From an optimization exercise on the open Yosys and OpenROAD flow, aimed at small area, a short achievable clock period and few clock cycles; shortcuts taken in it are not production practice.
Where RTL was checked, it was by simulation tests only, not by an equivalence proof against the original.

==> inputs of run A <==
==> flow/design.v <==
module cv_unit (
    input  wire        clk,
    input  wire        rst,       
    input  wire        we,
    input  wire [2:0]  waddr,
    input  wire [63:0] wdata,
    input  wire [2:0]  raddr,
    output reg  [63:0] rdata,
    output wire        busy
);
    localparam A_CFG    = 3'd0;
    localparam A_POLY   = 3'd1;
    localparam A_INIT   = 3'd2;
    localparam A_VALUE  = 3'd3;
    localparam A_DATA   = 3'd4;
    localparam A_CMD    = 3'd5;
    localparam A_RESULT = 3'd6;
    localparam Q_VALID = 2'd0;
    localparam Q_LO    = 2'd1;
    localparam Q_HI    = 2'd2;
    reg  [6:0]  width;
    reg         refin, refout, invert;
    reg  [63:0] poly, init, value;
    reg  [3:0]  nbytes;
    reg  [63:0] dbuf;
    reg  [3:0]  pend;
    reg  [31:1] q;
    reg  [1:0]  qst;
    wire        qok = (qst == Q_VALID);
    wire [63:0] mask = {64{1'b1}} >> (7'd64 - width);
    reg  [63:0] vrev, prev;
    integer j;
    always @* begin
        for (j = 0; j < 64; j = j + 1) begin
            vrev[j] = value[63 - j];
            prev[j] = poly[63 - j];
        end
    end
    wire [63:0] vref = vrev >> (7'd64 - width);    
    wire [63:0] pref = prev >> (7'd64 - width);    
    reg  [31:0] qa, qb;
    integer a, m;
    always @* begin
        qa = 32'd1;
        for (a = 1; a < 16; a = a + 1)
            for (m = 1; m <= a; m = m + 1)
                qa[a] = qa[a] ^ (pref[m - 1] & qa[a - m]);
        qb = {16'd0, q[15:1], 1'b1};
        for (a = 16; a < 32; a = a + 1)
            for (m = 1; m <= a; m = m + 1)
                qb[a] = qb[a] ^ (pref[m - 1] & qb[a - m]);
    end
    wire        from_buf = (pend != 4'd0);
    wire [3:0]  cnt   = from_buf ? pend : nbytes;
    wire [2:0]  nch   = (cnt > 4'd4) ? 3'd4 : cnt[2:0];    
    wire [31:0] src   = from_buf ? dbuf[31:0] : wdata[31:0];
    reg  [31:0] s, t, tr;
    integer i, k;
    always @* begin
        for (i = 0; i < 32; i = i + 1)
            s[i] = vref[i] ^ (refin ? src[8*(i/8) + (i%8)] : src[8*(i/8) + 7 - (i%8)]);
        for (i = 0; i < 32; i = i + 1) begin
            t[i] = s[i];
            for (k = 0; k < i; k = k + 1)
                t[i] = t[i] ^ (q[i - k] & s[k]);
        end
        tr = 32'd0;
        case (nch)
            3'd1: for (k = 0; k < 8;  k = k + 1) tr[k] = t[7 - k];
            3'd2: for (k = 0; k < 16; k = k + 1) tr[k] = t[15 - k];
            3'd3: for (k = 0; k < 24; k = k + 1) tr[k] = t[23 - k];
            default: for (k = 0; k < 32; k = k + 1) tr[k] = t[31 - k];
        endcase
    end
    reg  [63:0] vsh, prod;
    integer b;
    always @* begin
        case (nch)
            3'd1:    vsh = value << 8;
            3'd2:    vsh = value << 16;
            3'd3:    vsh = value << 24;
            default: vsh = value << 32;
        endcase
        prod = 64'd0;
        for (b = 0; b < 32; b = b + 1)
            prod = prod ^ ({64{tr[b]}} & (poly << b));
    end
    wire [63:0] vnew = (vsh ^ prod) & mask;
    wire [63:0] result = (refout ? vref : (value & mask)) ^ (invert ? mask : 64'd0);
    always @(posedge clk) begin
        if (rst) begin
            width  <= 7'd32;
            refin  <= 1'b0;
            refout <= 1'b0;
            invert <= 1'b0;
            poly   <= 64'd0;
            init   <= 64'd0;
            value  <= 64'd0;
            nbytes <= 4'd8;
            dbuf   <= 64'd0;
            pend   <= 4'd0;
            q      <= 31'd0;
            qst    <= Q_VALID;
        end else begin
            if (qst == Q_LO) begin
                q[15:1] <= qa[15:1];
                qst     <= Q_HI;
            end else if (qst == Q_HI) begin
                q[31:16] <= qb[31:16];
                qst      <= Q_VALID;
            end
            if (pend != 4'd0) begin
                if (qok) begin
                    value       <= vnew;
                    dbuf[31:0]  <= dbuf[63:32];
                    pend        <= (pend > 4'd4) ? pend - 4'd4 : 4'd0;
                end
            end else if (we) begin
                case (waddr)
                    A_CFG: begin
                        invert <= wdata[13];
                        refout <= wdata[12];
                        refin  <= wdata[11];
                        if (wdata[6:0] >= 7'd8 && wdata[6:0] <= 7'd64)
                            width <= wdata[6:0];
                        qst <= Q_LO;
                    end
                    A_POLY: begin
                        poly <= wdata;
                        qst  <= Q_LO;
                    end
                    A_INIT:  init  <= wdata;
                    A_VALUE: value <= wdata;
                    A_DATA: begin
                        if (qok) begin
                            value      <= vnew;
                            dbuf[31:0] <= wdata[63:32];
                            pend       <= (nbytes > 4'd4) ? nbytes - 4'd4 : 4'd0;
                        end else begin
                            dbuf <= wdata;
                            pend <= nbytes;
                        end
                    end
                    A_CMD: begin
                        if (wdata[31])
                            value <= init;
                        if (wdata[3:0] >= 4'd1 && wdata[3:0] <= 4'd8)
                            nbytes <= wdata[3:0];
                    end
                    default: ;
                endcase
            end
        end
    end
    assign busy = (pend != 4'd0);
    always @* begin
        case (raddr)
            A_CFG:    rdata = {32'd0, 1'b0, busy, 1'b0, 15'd0, invert, refout, refin, 4'd0, width};
            A_POLY:   rdata = poly;
            A_INIT:   rdata = init;
            A_VALUE:  rdata = value;
            A_CMD:    rdata = {60'd0, nbytes};
            A_RESULT: rdata = result;
            default:  rdata = 64'd0;
        endcase
    end
endmodule
==> flow/run.sh <==
#!/bin/bash
# synth_recipe.tcl (not shown) runs the flow's synth.tcl, then flattens the netlist and writes it again
# the make line also repeats each setting of config.mk as NAME=value (left out here)
make -C /OpenROAD-flow-scripts/flow DESIGN_CONFIG=/design/flow/config.mk WORK_HOME=/design/flow/orfs CLKGATE_MAP_FILE= SYNTH_SCRIPT=/design/flow/synth_recipe.tcl finish
==> flow/config.mk <==
export PLATFORM = sky130hd
export DESIGN_NAME = cv_unit
export DESIGN_NICKNAME = cv_unit
export VERILOG_FILES = /design/flow/design.v
export SDC_FILE = /design/flow/constraint.sdc
export NUM_CORES = 4
export LEC_CHECK = 0
export CAP_MARGIN = 20
export CORE_MARGIN = 2
export CORE_UTILIZATION = 25
export PLACE_DENSITY = 0.4
export SLEW_MARGIN = 20
==> flow/constraint.sdc <==
create_clock -name core_clock -period 16.0 [get_ports {clk}]
set_input_delay 3.2000 -clock core_clock [delete_from_list [all_inputs] [get_ports {clk}]]
set_output_delay 3.2000 -clock core_clock [all_outputs]
set_load 0.01 [all_outputs]
==> run B (differences from run A) <==
==> flow/design.v, changed modules only <==
module cv_unit (
    input  wire        clk,
    input  wire        rst,       
    input  wire        we,
    input  wire [2:0]  waddr,
    input  wire [63:0] wdata,
    input  wire [2:0]  raddr,
    output reg  [63:0] rdata,
    output wire        busy
);
    localparam A_CFG    = 3'd0;
    localparam A_POLY   = 3'd1;
    localparam A_INIT   = 3'd2;
    localparam A_VALUE  = 3'd3;
    localparam A_DATA   = 3'd4;
    localparam A_CMD    = 3'd5;
    localparam A_RESULT = 3'd6;
    reg  [5:0]  sh;                     
    wire [6:0]  width = 7'd64 - {1'b0, sh};
    reg         refin, refout, invert;
    reg  [63:0] poly, init, value;
    reg  [3:0]  nbytes;
    reg  [63:0] dbuf;
    reg  [3:0]  pend;
    reg  [31:1] q;
    reg         qbad;                   
    wire        qok = !qbad;
    wire [63:0] mask = {64{1'b1}} >> sh;
    reg  [63:0] vrev, prev;
    integer j;
    always @* begin
        for (j = 0; j < 64; j = j + 1) begin
            vrev[j] = value[63 - j];
            prev[j] = poly[63 - j];
        end
    end
    wire [63:0] vref = vrev >> sh;    
    wire [63:0] pref = prev >> sh;    
    reg  [31:0] qn;
    integer a, u, kk;
    always @* begin
        qn = 32'd1;
        for (kk = 1; kk < 32; kk = kk * 2)
            for (a = kk; a < 2 * kk; a = a + 1) begin
                qn[a] = pref[a - 1];
                for (u = 2; u <= a; u = u + 2)
                    qn[a] = qn[a] ^ (qn[u / 2] & ((u == a) ? 1'b1 : pref[a - u - 1]));
            end
    end
    function [2:0] cm2(input [1:0] a, input [1:0] b);
        integer i;
        begin
            cm2 = 3'd0;
            for (i = 0; i < 2; i = i + 1)
                cm2 = cm2 ^ ({3{a[i]}} & ({1'd0, b} << i));
        end
    endfunction
    function [1:0] lh2(input [1:0] a, input [1:0] b);
        integer i;
        begin
            lh2 = 2'd0;
            for (i = 0; i < 2; i = i + 1)
                lh2 = lh2 ^ ({2{a[i]}} & (b << i));
        end
    endfunction
    function [6:0] cm4(input [3:0] a, input [3:0] b);
        integer i;
        begin
            cm4 = 7'd0;
            for (i = 0; i < 4; i = i + 1)
                cm4 = cm4 ^ ({7{a[i]}} & ({3'd0, b} << i));
        end
    endfunction
    function [3:0] lh4(input [3:0] a, input [3:0] b);
        integer i;
        begin
            lh4 = 4'd0;
            for (i = 0; i < 4; i = i + 1)
                lh4 = lh4 ^ ({4{a[i]}} & (b << i));
        end
    endfunction
    function [14:0] cm8(input [7:0] a, input [7:0] b);
        integer i;
        begin
            cm8 = 15'd0;
            for (i = 0; i < 8; i = i + 1)
                cm8 = cm8 ^ ({15{a[i]}} & ({7'd0, b} << i));
        end
    endfunction
    function [7:0] lh8(input [7:0] a, input [7:0] b);
        integer i;
        begin
            lh8 = 8'd0;
            for (i = 0; i < 8; i = i + 1)
                lh8 = lh8 ^ ({8{a[i]}} & (b << i));
        end
    endfunction
    function [30:0] cm16(input [15:0] a, input [15:0] b);
        reg [14:0] lo, hi, mid;
        begin
            lo  = cm8(a[7:0], b[7:0]);
            hi  = cm8(a[15:8], b[15:8]);
            mid = cm8(a[7:0] ^ a[15:8], b[7:0] ^ b[15:8]) ^ lo ^ hi;
            cm16 = {16'd0, lo} ^ ({16'd0, mid} << 8) ^ ({16'd0, hi} << 16);
        end
    endfunction
    function [15:0] lh16(input [15:0] a, input [15:0] b);
        begin
            lh16 = {1'b0, cm8(a[7:0], b[7:0])} ^
                   ({lh8(a[7:0], b[15:8]) ^ lh8(a[15:8], b[7:0]), 8'd0});
        end
    endfunction
    function [62:0] cm32(input [31:0] a, input [31:0] b);
        reg [30:0] lo, hi, mid;
        begin
            lo  = cm16(a[15:0], b[15:0]);
            hi  = cm16(a[31:16], b[31:16]);
            mid = cm16(a[15:0] ^ a[31:16], b[15:0] ^ b[31:16]) ^ lo ^ hi;
            cm32 = {32'd0, lo} ^ ({32'd0, mid} << 16) ^ ({32'd0, hi} << 32);
        end
    endfunction
    function [31:0] lh32(input [31:0] a, input [31:0] b);
        begin
            lh32 = {1'b0, cm16(a[15:0], b[15:0])} ^
                   ({lh16(a[15:0], b[31:16]) ^ lh16(a[31:16], b[15:0]), 16'd0});
        end
    endfunction
    wire        from_buf = (pend != 4'd0);
    wire [3:0]  cnt   = from_buf ? pend : nbytes;
    wire [2:0]  nch   = (cnt > 4'd4) ? 3'd4 : cnt[2:0];    
    wire [31:0] src   = from_buf ? dbuf[31:0] : wdata[31:0];
    reg  [31:0] s, t, tr;
    integer i, k;
    always @* begin
        for (i = 0; i < 32; i = i + 1)
            s[i] = vref[i] ^ (refin ? src[8*(i/8) + (i%8)] : src[8*(i/8) + 7 - (i%8)]);
        t = lh32({q, 1'b1}, s);
        tr = 32'd0;
        case (nch)
            3'd1: for (k = 0; k < 8;  k = k + 1) tr[k] = t[7 - k];
            3'd2: for (k = 0; k < 16; k = k + 1) tr[k] = t[15 - k];
            3'd3: for (k = 0; k < 24; k = k + 1) tr[k] = t[23 - k];
            default: for (k = 0; k < 32; k = k + 1) tr[k] = t[31 - k];
        endcase
    end
    reg  [63:0] vsh, prod;
    always @* begin
        case (nch)
            3'd1:    vsh = value << 8;
            3'd2:    vsh = value << 16;
            3'd3:    vsh = value << 24;
            default: vsh = value << 32;
        endcase
        prod = {1'b0, cm32(tr, poly[31:0])} ^ {lh32(tr, poly[63:32]), 32'd0};
    end
    wire [63:0] vnew = (vsh ^ prod) & mask;
    wire [63:0] result = (refout ? vref : (value & mask)) ^ (invert ? mask : 64'd0);
    always @(posedge clk) begin
        if (rst) begin
            sh     <= 6'd32;
            refin  <= 1'b0;
            refout <= 1'b0;
            invert <= 1'b0;
            poly   <= 64'd0;
            init   <= 64'd0;
            value  <= 64'd0;
            nbytes <= 4'd8;
            pend   <= 4'd0;
            qbad   <= 1'b1;
        end else begin
            if (qbad) begin
                q    <= qn[31:1];
                qbad <= 1'b0;
            end
            if (pend != 4'd0) begin
                if (qok) begin
                    value       <= vnew;
                    dbuf[31:0]  <= dbuf[63:32];
                    pend        <= (pend > 4'd4) ? pend - 4'd4 : 4'd0;
                end
            end else if (we) begin
                case (waddr)
                    A_CFG: begin
                        invert <= wdata[13];
                        refout <= wdata[12];
                        refin  <= wdata[11];
                        if (wdata[6:0] >= 7'd8 && wdata[6:0] <= 7'd64)
                            sh <= 6'd0 - wdata[5:0];
                        qbad <= 1'b1;
                    end
                    A_POLY: begin
                        poly <= wdata;
                        qbad <= 1'b1;
                    end
                    A_INIT:  init  <= wdata;
                    A_VALUE: value <= wdata;
                    A_DATA: begin
                        if (qok) begin
                            value      <= vnew;
                            dbuf[31:0] <= wdata[63:32];
                            pend       <= (nbytes > 4'd4) ? nbytes - 4'd4 : 4'd0;
                        end else begin
                            dbuf <= wdata;
                            pend <= nbytes;
                        end
                    end
                    A_CMD: begin
                        if (wdata[31])
                            value <= init;
                        if (wdata[3:0] >= 4'd1 && wdata[3:0] <= 4'd8)
                            nbytes <= wdata[3:0];
                    end
                    default: ;
                endcase
            end
        end
    end
    assign busy = (pend != 4'd0);
    always @* begin
        case (raddr)
            A_CFG:    rdata = {32'd0, 1'b0, busy, 1'b0, 15'd0, invert, refout, refin, 4'd0, width};
            A_POLY:   rdata = poly;
            A_INIT:   rdata = init;
            A_VALUE:  rdata = value;
            A_CMD:    rdata = {60'd0, nbytes};
            A_RESULT: rdata = result;
            default:  rdata = 64'd0;
        endcase
    end
endmodule
==> flow/flow/run.sh (new file) <==
#!/bin/bash
set -euo pipefail
bash standard.sh SETUP_SLACK_MARGIN=6 MATCH_CELL_FOOTPRINT=0 finish > make_finish.log 2>&1
==> flow/standard.sh (new file) <==
#!/bin/bash
# synth_recipe.tcl (not shown) runs the flow's synth.tcl, then flattens the netlist and writes it again
# the make line also repeats each setting of config.mk as NAME=value (left out here)
make -C /OpenROAD-flow-scripts/flow DESIGN_CONFIG=/design/flow/config.mk WORK_HOME=/design/flow/orfs CLKGATE_MAP_FILE= SYNTH_SCRIPT=/design/flow/synth_recipe.tcl "${@:-finish}"
Settings changed: CORE_UTILIZATION 25 to 30, PLACE_DENSITY 0.4 to 0.45, TNS_END_PERCENT set to 100.
removed: flow/run.sh
==> comparison <==
Between run B and run A, the lower setup slack is in run A (gap 2.3 ns).
Against run A, the count of clock-buffer cells in the layout of run B is lower by 1.
Between run B and run A, the lower via count is in run B (gap 12%, measured against run A).
In run A the first-iteration DRC count is smaller than in run B, by about 2.8%.
Between run A and run B, the lower sequential share of layout area is in run A (gap 2.2 points).
Of run B and run A, run A has the higher sequential cell count (gap 2).
==> figures <==
metric	run A	run B
HPWL after detailed placement	279000 µm	282000 µm
Overall die width	507 µm	438 µm
Startpoint of the lowest-slack hold path	dbuf[51]$_SDFFE_PP0P_	poly[59]$_SDFFE_PP0P_
Critical path capture point	q[31]$_SDFFE_PP0P_	rdata[11]
Placed Instances	12500	9892
Ratio of layout area to synthesized area	1.107x	1.129x
Inverter count of the layout excluding clock inverters	46	58
Proportion of layout cells with a drive suffix above 1	8.79%	12.5%
Length of the first detailed-routing pass in iterations	10	7
Pin count of the biggest net entering global routing	104	144
Cell area after placement	68500 µm²	61200 µm²
Status	timing/DRC/antenna clean	timing/DRC/antenna clean
Multi-input logic area	53900 µm²	47700 µm²
Drt initial violations	9339	9608
Testbench counts of run B, summed over its fixed seeds: cycles 7,307.
Function not checked in run A: the RTL went through the layout flow alone.

## port drivers added, routing unchanged
The flow's constraints put no driver on any port. The routed layouts listed below were extracted and timed again, unchanged, in two steps. Step 1, drivers: a clkbuf_16 drives clk and a buf_2 each remaining input, both assumed. Step 2 times the ports against the registers' clock, not the clock port: input delays grow and output delays shrink by t, the midpoint of the rising clock arrivals with the driver on. Slacks: ideal ports / drivers / drivers and shift; pairs: ideal ports / drivers.
| run | shift t [ns] | setup WS [ns] | pins driven straight from the clock port |
|---|---|---|---|
| run A | 0.730 | 3.550 / 3.550 / 3.550 | 1 |
| run B | 0.744 | 5.896 / 5.850 / 5.319 | 1 |
After both steps setup and hold are still met in every run listed. For run B, which loses most, drivers alone change the setup slack by -0.046 ns; drivers and shift together by -0.577 ns.
